Source: an optimization exercise on an open RTL-to-GDS flow (aim: small area, a short achievable clock period and few clock cycles). Production flows keep margins and buffers that such runs may drop.
The RTL was checked by simulation tests, not by an equivalence proof against the original design.

### flow/run.sh
#!/bin/bash
# synth_recipe.tcl (not shown) runs the flow's synth.tcl, then flattens the netlist and writes it again
# the make line also repeats each setting of config.mk as NAME=value (left out here)
make -C /OpenROAD-flow-scripts/flow DESIGN_CONFIG=/design/flow/config.mk WORK_HOME=/design/flow/orfs CLKGATE_MAP_FILE= SYNTH_SCRIPT=/design/flow/synth_recipe.tcl finish
### flow/config.mk
export PLATFORM = sky130hd
export DESIGN_NAME = sillar_fpu
export DESIGN_NICKNAME = sillar_fpu
export VERILOG_FILES = /design/flow/design.v
export SDC_FILE = /design/flow/constraint.sdc
export NUM_CORES = 4
export LEC_CHECK = 0
export CAP_MARGIN = 20
export CORE_MARGIN = 2
export CORE_UTILIZATION = 40
export SLEW_MARGIN = 20
### flow/constraint.sdc
create_clock -name core_clock -period 22.0 [get_ports {clk}]
set_input_delay 4.4000 -clock core_clock [delete_from_list [all_inputs] [get_ports {clk}]]
set_output_delay 4.4000 -clock core_clock [all_outputs]
set_load 0.01 [all_outputs]
### flow/design.v
module fpu_fma (
    input  wire [5:0]  op,
    input  wire [1:0]  rm,
    input  wire [31:0] a,
    input  wire [31:0] b,
    input  wire [31:0] c,
    output reg  [31:0] res,
    output reg  [4:0]  flags
);
    localparam OP_FADD = 6'h00, OP_FSUB = 6'h01, OP_FMUL = 6'h02,
               OP_FMADD = 6'h03, OP_FMSUB = 6'h04, OP_I2F = 6'h0B;
    localparam RM_RNE = 2'd0, RM_DOWN = 2'd1, RM_RTZ = 2'd2, RM_UP = 2'd3;
    localparam F_INV = 5'h01, F_OVF = 5'h04, F_UNF = 5'h08, F_INX = 5'h10;
    localparam QNAN = 32'h7FC0_0000;
    wire is_add  = (op == OP_FADD);
    wire is_sub  = (op == OP_FSUB);
    wire is_mul  = (op == OP_FMUL);
    wire is_msub = (op == OP_FMSUB);
    wire is_i2f  = (op == OP_I2F);
    wire [31:0] x = a;
    wire [31:0] y = (is_add | is_sub) ? 32'h3F80_0000 : b;
    wire [31:0] z = is_add ? b :
                    is_sub ? {~b[31], b[30:0]} :
                    (op == OP_FMADD || op == OP_FMSUB) ? c : 32'h0000_0000;
    wire sx = x[31], sy = y[31], sz = z[31];
    wire [7:0] ex = x[30:23], ey = y[30:23], ez = z[30:23];
    wire zero_x = (ex == 8'd0), zero_y = (ey == 8'd0), zero_z = (ez == 8'd0);
    wire inf_x  = (ex == 8'hFF) && (x[22:0] == 23'd0);
    wire inf_y  = (ey == 8'hFF) && (y[22:0] == 23'd0);
    wire inf_z  = (ez == 8'hFF) && (z[22:0] == 23'd0);
    wire nan_x  = (ex == 8'hFF) && (x[22:0] != 23'd0);
    wire nan_y  = (ey == 8'hFF) && (y[22:0] != 23'd0);
    wire nan_z  = (ez == 8'hFF) && (z[22:0] != 23'd0);
    wire snan_any = (nan_x & ~x[22]) | (nan_y & ~y[22]) | (nan_z & ~z[22]);
    wire nan_any  = nan_x | nan_y | nan_z;
    wire sp       = sx ^ sy ^ is_msub;
    wire p_inf    = inf_x | inf_y;
    wire p_invalid = (inf_x & zero_y) | (inf_y & zero_x);
    wire [31:0] ia = a[31] ? (~a + 32'd1) : a;
    wire [47:0] prod = {1'b1, x[22:0]} * {1'b1, y[22:0]};
    wire [47:0] mp   = is_i2f ? {ia, 16'd0} : prod;
    wire signed [10:0] ep = is_i2f ? -11'sd16
                                   : $signed({3'b0, ex}) + $signed({3'b0, ey}) - 11'sd300;
    wire p_zero = is_i2f ? (a == 32'd0) : (zero_x | zero_y);
    wire sgn_p  = is_i2f ? a[31] : sp;
    wire [47:0] mc = {1'b1, z[22:0], 24'd0};
    wire signed [10:0] ec = $signed({3'b0, ez}) - 11'sd174;
    wire c_zero = is_i2f | zero_z;
    wire sgn_c  = is_i2f ? 1'b0 : sz;
    wire c_big = ~c_zero & (p_zero | (ec >= ep));
    wire [47:0] m_big = c_big ? mc : mp;
    wire [47:0] m_sml = c_big ? mp : mc;
    wire signed [10:0] e_big = c_big ? ec : ep;
    wire signed [10:0] e_sml = c_big ? ep : ec;
    wire s_big = c_big ? sgn_c : sgn_p;
    wire s_sml = c_big ? sgn_p : sgn_c;
    wire sml_zero = c_big ? p_zero : c_zero;
    wire both_zero = p_zero & c_zero;
    wire signed [10:0] ediff = e_big - e_sml;
    wire [5:0] dsh = sml_zero ? 6'd51 : ((ediff > 11'sd51) ? 6'd51 : ediff[5:0]);
    wire [101:0] sml_wide = {(sml_zero ? 51'd0 : {m_sml, 3'b000}), 51'd0} >> dsh;
    wire         sml_sticky = |sml_wide[50:0];
    wire [51:0]  x_al = {1'b0, sml_wide[101:52], sml_wide[51] | sml_sticky};
    wire [51:0]  w_al = {1'b0, m_big, 3'b000};
    wire        eff_sub = s_big ^ s_sml;
    wire [52:0] sum_raw = eff_sub ? ({1'b0, w_al} - {1'b0, x_al}) : ({1'b0, w_al} + {1'b0, x_al});
    wire        neg     = sum_raw[52];
    wire [51:0] sum_abs = neg ? (~sum_raw[51:0] + 52'd1) : sum_raw[51:0];
    wire        rsign   = s_big ^ neg;
    wire        sum_zero = (sum_abs == 52'd0);
    reg [5:0] lz;
    integer i;
    always @(*) begin
        lz = 6'd52;
        for (i = 0; i < 52; i = i + 1)
            if (sum_abs[i]) lz = 6'd51 - i[5:0];
    end
    wire [51:0] norm = sum_abs << lz;
    wire signed [10:0] e_lead = e_big + 11'sd48 - $signed({5'd0, lz});
    wire tiny = (e_lead < -11'sd126);
    wire [23:0] mant  = norm[51:28];
    wire        guard = norm[27];
    wire        stick = |norm[26:0];
    wire        inexact = guard | stick;
    reg         round_up;
    always @(*) begin
        case (rm)
            RM_RNE:  round_up = guard & (stick | mant[0]);
            RM_DOWN: round_up = rsign & inexact;
            RM_RTZ:  round_up = 1'b0;
            default: round_up = ~rsign & inexact;
        endcase
    end
    wire [24:0] mant_r = {1'b0, mant} + {24'd0, round_up};
    wire signed [10:0] e_fin = e_lead + 11'sd127 + (mant_r[24] ? 11'sd1 : 11'sd0);
    wire [22:0] frac_fin = mant_r[24] ? 23'd0 : mant_r[22:0];
    wire overflow = (e_fin > 11'sd254);
    wire ovf_to_inf = (rm == RM_RNE) || (rm == RM_DOWN && rsign) || (rm == RM_UP && !rsign);
    wire zsign = is_mul ? sp :
                 (both_zero && (sgn_p == sgn_c)) ? sgn_p :
                 (rm == RM_DOWN);
    always @(*) begin
        if (!is_i2f && snan_any) begin
            res = QNAN; flags = F_INV;
        end else if (!is_i2f && nan_any) begin
            res = QNAN; flags = 5'd0;
        end else if (!is_i2f && p_invalid) begin
            res = QNAN; flags = F_INV;
        end else if (!is_i2f && p_inf && inf_z && (sp != sz)) begin
            res = QNAN; flags = F_INV;
        end else if (!is_i2f && p_inf) begin
            res = {sp, 8'hFF, 23'd0}; flags = 5'd0;
        end else if (!is_i2f && inf_z) begin
            res = {sz, 8'hFF, 23'd0}; flags = 5'd0;
        end else if (both_zero || sum_zero) begin
            res = {zsign, 31'd0}; flags = 5'd0;
        end else if (tiny) begin
            res = {rsign, 31'd0}; flags = F_UNF | F_INX;
        end else if (overflow) begin
            res = ovf_to_inf ? {rsign, 8'hFF, 23'd0} : {rsign, 8'hFE, 23'h7F_FFFF};
            flags = F_OVF | F_INX;
        end else begin
            res = {rsign, e_fin[7:0], frac_fin};
            flags = inexact ? F_INX : 5'd0;
        end
    end
endmodule
module fpu_cmp (
    input  wire [5:0]  op,
    input  wire [31:0] a,
    input  wire [31:0] b,
    output reg  [31:0] res,
    output reg  [4:0]  flags
);
    localparam OP_FMIN = 6'h07, OP_FMAX = 6'h08,
               OP_FEQ = 6'h10, OP_FLT = 6'h11, OP_FLE = 6'h12;
    localparam F_INV = 5'h01;
    localparam QNAN = 32'h7FC0_0000;
    wire nan_a  = (a[30:23] == 8'hFF) && (a[22:0] != 23'd0);
    wire nan_b  = (b[30:23] == 8'hFF) && (b[22:0] != 23'd0);
    wire snan_a = nan_a & ~a[22];
    wire snan_b = nan_b & ~b[22];
    wire [31:0] fa = (a[30:23] == 8'd0) ? {a[31], 31'd0} : a;
    wire [31:0] fb = (b[30:23] == 8'd0) ? {b[31], 31'd0} : b;
    wire [31:0] ka = fa[31] ? {1'b0, ~fa[30:0]} : {1'b1, fa[30:0]};
    wire [31:0] kb = fb[31] ? {1'b0, ~fb[30:0]} : {1'b1, fb[30:0]};
    wire [31:0] va = (fa[30:0] == 31'd0) ? 32'h8000_0000 : ka;
    wire [31:0] vb = (fb[30:0] == 31'd0) ? 32'h8000_0000 : kb;
    wire eq = (va == vb);
    wire lt = (va < vb);
    always @(*) begin
        res = 32'd0;
        flags = 5'd0;
        case (op)
            OP_FMIN, OP_FMAX: begin
                flags = (snan_a | snan_b) ? F_INV : 5'd0;
                if (nan_a && nan_b)
                    res = QNAN;
                else if (nan_a)
                    res = fb;
                else if (nan_b)
                    res = fa;
                else if (op == OP_FMIN)
                    res = (ka <= kb) ? fa : fb;
                else
                    res = (ka >= kb) ? fa : fb;
            end
            OP_FEQ: begin
                flags = (snan_a | snan_b) ? F_INV : 5'd0;
                res = {31'd0, ~nan_a & ~nan_b & eq};
            end
            OP_FLT: begin
                flags = (nan_a | nan_b) ? F_INV : 5'd0;
                res = {31'd0, ~nan_a & ~nan_b & lt};
            end
            OP_FLE: begin
                flags = (nan_a | nan_b) ? F_INV : 5'd0;
                res = {31'd0, ~nan_a & ~nan_b & (lt | eq)};
            end
            default: ;
        endcase
    end
endmodule
module fpu_f2i (
    input  wire [1:0]  rm,
    input  wire [31:0] a,
    output reg  [31:0] res,
    output reg  [4:0]  flags
);
    localparam RM_RNE = 2'd0, RM_DOWN = 2'd1, RM_RTZ = 2'd2, RM_UP = 2'd3;
    localparam F_INV = 5'h01, F_INX = 5'h10;
    wire       s = a[31];
    wire [7:0] e = a[30:23];
    wire nan  = (e == 8'hFF) && (a[22:0] != 23'd0);
    wire inf  = (e == 8'hFF) && (a[22:0] == 23'd0);
    wire [31:0] sat = s ? 32'h8000_0000 : 32'h7FFF_FFFF;
    wire [63:0]  t    = {1'b1, a[22:0], 40'd0};
    wire [7:0]   rsh  = (e >= 8'd158) ? 8'd0 : ((8'd158 - e) > 8'd100 ? 8'd100 : 8'd158 - e);
    wire [127:0] wide = {t, 64'd0} >> rsh;
    wire [31:0]  ipart = wide[127:96];
    wire [31:0]  fpart = {wide[95:65], wide[64] | (|wide[63:0])};
    wire half = fpart[31];
    wire rest = |fpart[30:0];
    wire frac_nz = half | rest;
    reg  up;
    always @(*) begin
        case (rm)
            RM_RNE:  up = half & (rest | ipart[0]);
            RM_DOWN: up = s & frac_nz;
            RM_RTZ:  up = 1'b0;
            default: up = ~s & frac_nz;
        endcase
    end
    wire [32:0] q = {1'b0, ipart} + {32'd0, up};
    wire too_big = (e > 8'd158) || (s ? (q > 33'h1_0000_0000 >> 1) : (q > 33'h0_7FFF_FFFF));
    wire [31:0] q_signed = s ? (~q[31:0] + 32'd1) : q[31:0];
    always @(*) begin
        if (nan) begin
            res = 32'd0; flags = F_INV;
        end else if (inf) begin
            res = sat; flags = F_INV;
        end else if (e == 8'd0) begin
            res = 32'd0; flags = 5'd0;
        end else if (too_big) begin
            res = sat; flags = F_INV;
        end else begin
            res = q_signed; flags = frac_nz ? F_INX : 5'd0;
        end
    end
endmodule
module sillar_fpu (
    input  wire        clk,
    input  wire        rst,
    input  wire        in_valid,
    output wire        in_ready,
    input  wire [5:0]  in_op,
    input  wire [1:0]  in_rm,
    input  wire [31:0] in_a,
    input  wire [31:0] in_b,
    input  wire [31:0] in_c,
    output reg         out_valid,
    output reg  [31:0] out_res,
    output reg  [4:0]  out_flags
);
    localparam OP_FMIN = 6'h07, OP_FMAX = 6'h08, OP_FABS = 6'h09, OP_FNEG = 6'h0A,
               OP_F2I = 6'h0C, OP_FEQ = 6'h10, OP_FLT = 6'h11, OP_FLE = 6'h12;
    assign in_ready = 1'b1;
    reg        s1_valid;
    reg [5:0]  s1_op;
    reg [1:0]  s1_rm;
    reg [31:0] s1_a, s1_b, s1_c;
    always @(posedge clk) begin
        if (rst)
            s1_valid <= 1'b0;
        else
            s1_valid <= in_valid;
        if (in_valid) begin
            s1_op <= in_op;
            s1_rm <= in_rm;
            s1_a  <= in_a;
            s1_b  <= in_b;
            s1_c  <= in_c;
        end
    end
    wire [31:0] fma_res, cmp_res, f2i_res;
    wire [4:0]  fma_flags, cmp_flags, f2i_flags;
    fpu_fma u_fma (.op(s1_op), .rm(s1_rm), .a(s1_a), .b(s1_b), .c(s1_c),
                   .res(fma_res), .flags(fma_flags));
    fpu_cmp u_cmp (.op(s1_op), .a(s1_a), .b(s1_b), .res(cmp_res), .flags(cmp_flags));
    fpu_f2i u_f2i (.rm(s1_rm), .a(s1_a), .res(f2i_res), .flags(f2i_flags));
    reg [31:0] ex_res;
    reg [4:0]  ex_flags;
    always @(*) begin
        case (s1_op)
            OP_FMIN, OP_FMAX, OP_FEQ, OP_FLT, OP_FLE: begin
                ex_res = cmp_res;  ex_flags = cmp_flags;
            end
            OP_FABS: begin
                ex_res = {1'b0, s1_a[30:0]};  ex_flags = 5'd0;
            end
            OP_FNEG: begin
                ex_res = {~s1_a[31], s1_a[30:0]};  ex_flags = 5'd0;
            end
            OP_F2I: begin
                ex_res = f2i_res;  ex_flags = f2i_flags;
            end
            default: begin
                ex_res = fma_res;  ex_flags = fma_flags;
            end
        endcase
    end
    always @(posedge clk) begin
        if (rst)
            out_valid <= 1'b0;
        else
            out_valid <= s1_valid;
        if (s1_valid) begin
            out_res   <= ex_res;
            out_flags <= ex_flags;
        end
    end
endmodule
==> reports/results.txt <==
FFs w/ async S/R, synth: 0%
Max cap viols: 0
Clock sinks: 142
Worst Hold Class: register to register
Total grt overflow: 0
Port Buffers: 143
Hold Path Stages: 1
Placed Cells: 9577
Crit path max fanout: 23
First-pass GRT wire length: 374900 µm
Cell taking the most area after synthesis: fa_1
Worst R2R Path Depth: 83
Post-synth top flop: edfxtp_1
CP Data Required Time: 22.23 ns
Max incr delay on CP: 0.94 ns
Sequential area share after synthesis: 7.546%
DRC viols: 0
Die X: 379.0 µm
Top-count cell post-synth: nand2_1
Area Growth Syn to Fin: 12.48%
Relative slew slack: 24.09%
Yosys top cell area share: 17.26%
Slowest cell on crit path: a2111oi_0
GR Layer Usage met2: 54.79%
Final period util: 96.73%
Number of I/O pins: 146
Synth Area per Inst: 7.350 µm²
Post-Syn Area: 56240 µm²
Commonest cells post-synth: nand2_1, inv_1, nor2_1
Vias: 61230
Post-route ant nets: 0
FMAX: 0.04699 GHz
Placer Congestion: 1.025
Crit path max-delay family: compound AO/OA/AOI/OAI gates
Post-Syn Nets: 8631
Clk root buf: clkbuf_16
Core area: 139500 µm²
DIE AREA: 143600 µm²
Number of synthesized flops with an enable pin: 140
CTS tree: built
GRT Util Overall: 34.20%
Worst-skew pair later-pin latency: 0.53 ns
Routed wire per std cell: 26.19 µm
Total CTS buffers: 17
Worst path bufs/invs: 9
CP Data Arrival Time: 21.51 ns
Grt met1 use: 45.09%
DR iter-0 viols: 6734
Vias/cell: 6.347
Grt peak-use layer: met2
Yosys cell types: 134
Rows: 137
Slew @ Worst Pin: 1.136 ns
Initial antenna violation count: 4
#FFs+latches synth: 142
Levels on crit path: 83
CTS Buffer Depth: 2
Met3 Usage GRT: 5.070%
DR pass1 iterations: 8
Setup Crit Path Kind: register to register
Status: no timing/DRC/antenna violations
Final nets: 8736
Final hold vios: 0
Final wirelength: 252600 µm
Htree depth: 4
Initial cell density of the core: 40.31%
Clock Skew: 0.04012 ns
Largest net degree at the start of global routing: 62
Synthesis Warnings: 4
Largest cells by area after synthesis: fa_1, ha_1, edfxtp_1
Clk slew on worst S/H paths: 0.09 ns
CP startpoint kind: register
Critical path endpoint category: register
Hold_buf cts: 0
Die Y: 379.0 µm
Final setup viols: 0
Vias in the first global route: 58760
Share of cells above drive strength 1: 11.17%
Max-slew violation count: 0
Post-DP HPWL: 203400 µm
Tmin final: 21.28 ns
Cells after Synth: 7652
Fin cells: 9647
-- flip-flops by register name (all words and copies together) (netlist names), 2 cells and up --
signal and count:
s1_rm 2, out_flags 4, s1_op 6, s1_a 32, s1_c 32, s1_b 32, out_res 32
-- timing repair --
action                                  in CTS  in global routing
setup buffers                                0                 33
endpoints found under the setup margin      32                 33
resized for setup                           23                198
pin swaps                                    1                 36
cloned                                       0                  4
-- worst reg2reg max path, delay by kind of cell, from the launching register on --
kind	cells	cell delay, ns
AOI/OAI and AO/OA	35	8.62
xor gates and xnor gates	2	0.28
adders and majority gates	13	5.37
buffers and inverters	9	1.54
DFF	1	0.41
muxes	2	0.67
and+or+nand+nor	22	4.08
-- through the flow --
stage	hold slack [ns]	setup WS, ns	utilization, %	area (µm²)	setup TNS [ns]
global placement	0.4481	-0.2140	43.96	61340	-3.415
detailed placement	0.4651	-0.4332	43.97	61350	-8.266
global route	0.4953	-0.1397	45.34	63260	-2.093
finish	0.4776	0.7195	45.34	63260	0
CTS	0.4764	0.005778	44.46	62040	0
floorplan	0.6013	1.070	-	56240	0
-- layer usage --
layer / vias up / part of all wire, %
met4: 4 / 5.4
met2: 3313 / 45
met3: 662 / 8.3
met5: - / 0.012
met1: 29870 / 41
li1: 27380 / -
-- final timing paths --
path	slack [ns]	to	startpoint
worst max register to register	0.72	out_res[5]	s1_op[5]
worst min-delay path	0.48	out_valid	s1_valid
worst min register to register	0.48	out_valid	s1_valid
worst max-delay path	0.72	out_res[5]	s1_op[5]
-- layout make-up --
class	instances	area [µm²]
Fill cell	14420	76270
Multi-Input combinational cell	6257	48150
Sequential cell	142	4244
Inverter	720	2708
Clock inverter	15	188.9
Timing Repair Buffer	619	5199
Tap cell	1876	2347
Antenna cell	1	2.502
Clock buffer	17	425.4
-- layout by cell type, fill, tap and decap left out, types with 35 or more instances in the layout --
| cell type | n |
|---|---|
| a211o_1 | 35 |
| nand4_1 | 103 |
| o211ai_1 | 92 |
| o21ai_0 | 352 |
| clkdlybuf4s50_1 | 142 |
| nand3_1 | 189 |
| o31ai_1 | 50 |
| o21bai_1 | 75 |
| a21o_1 | 105 |
| mux2i_1 | 137 |
| xor2_1 | 119 |
| a21oi_1 | 419 |
| nand2_1 | 905 |
| o21a_1 | 42 |
| a22oi_1 | 58 |
| a211oi_1 | 83 |
| edfxtp_1 | 140 |
| or2_2 | 35 |
| inv_1 | 712 |
| ha_1 | 384 |
| nand2b_1 | 57 |
| o22ai_1 | 73 |
| a221oi_1 | 38 |
| nor2_1 | 608 |
| fa_1 | 485 |
| buf_4 | 461 |
| nor4_1 | 80 |
| xnor2_1 | 190 |
| a22o_1 | 48 |
| nor3_1 | 189 |
| and3_1 | 270 |
| a31oi_1 | 71 |
| and2_1 | 75 |
| nor2b_1 | 71 |
| or3_1 | 73 |
-- cells by family after synthesis --
logic type               Yosys count  synth area share [%]
AND/OR/NAND/NOR                 2853                 24.72
adder cells (fa/ha/maj)          872                 25.87
AO/OA/AOI/OAI                   2033                 24.84
multiplexers                     179                 3.266
buffers and inverters           1254                 8.758
XOR/XNOR                         317                 4.988
other                              2               0.01335
flip-flops                       142                 7.546
Testbench counts, summed over its fixed seeds: cycles 48,016.

==> port drivers added, routing unchanged <==
In the flow no input, the clock included, has a driving cell. The finished layout below was timed again as built, in two steps.
Step 1 sets driving cells, clkbuf_16 on the clock port and buf_2 on the other inputs (assumed; they add their load-dependent delay and slew).
Step 2 adds t to the input delays and takes it off the output delays; t is the mean of the earliest and latest rising clock arrival at the registers after step 1. Input paths then give back, and output paths get back, about the clock's delay inside the block.
a / b / c = ideal ports / drivers / drivers and shift; a / b = the first two.
shift t [ns]: 0.585
slack for setup (ns): 0.720 / 0.720 / 0.720
worst hold slack (ns): 0.478 / 0.478 / 0.478
worst setup path at the end: register to register
pins driven straight from the clock port: 1
After both steps setup and hold are still met in this run. For this run, drivers alone change the setup slack by 0.000 ns; drivers and shift together by 0.000 ns.
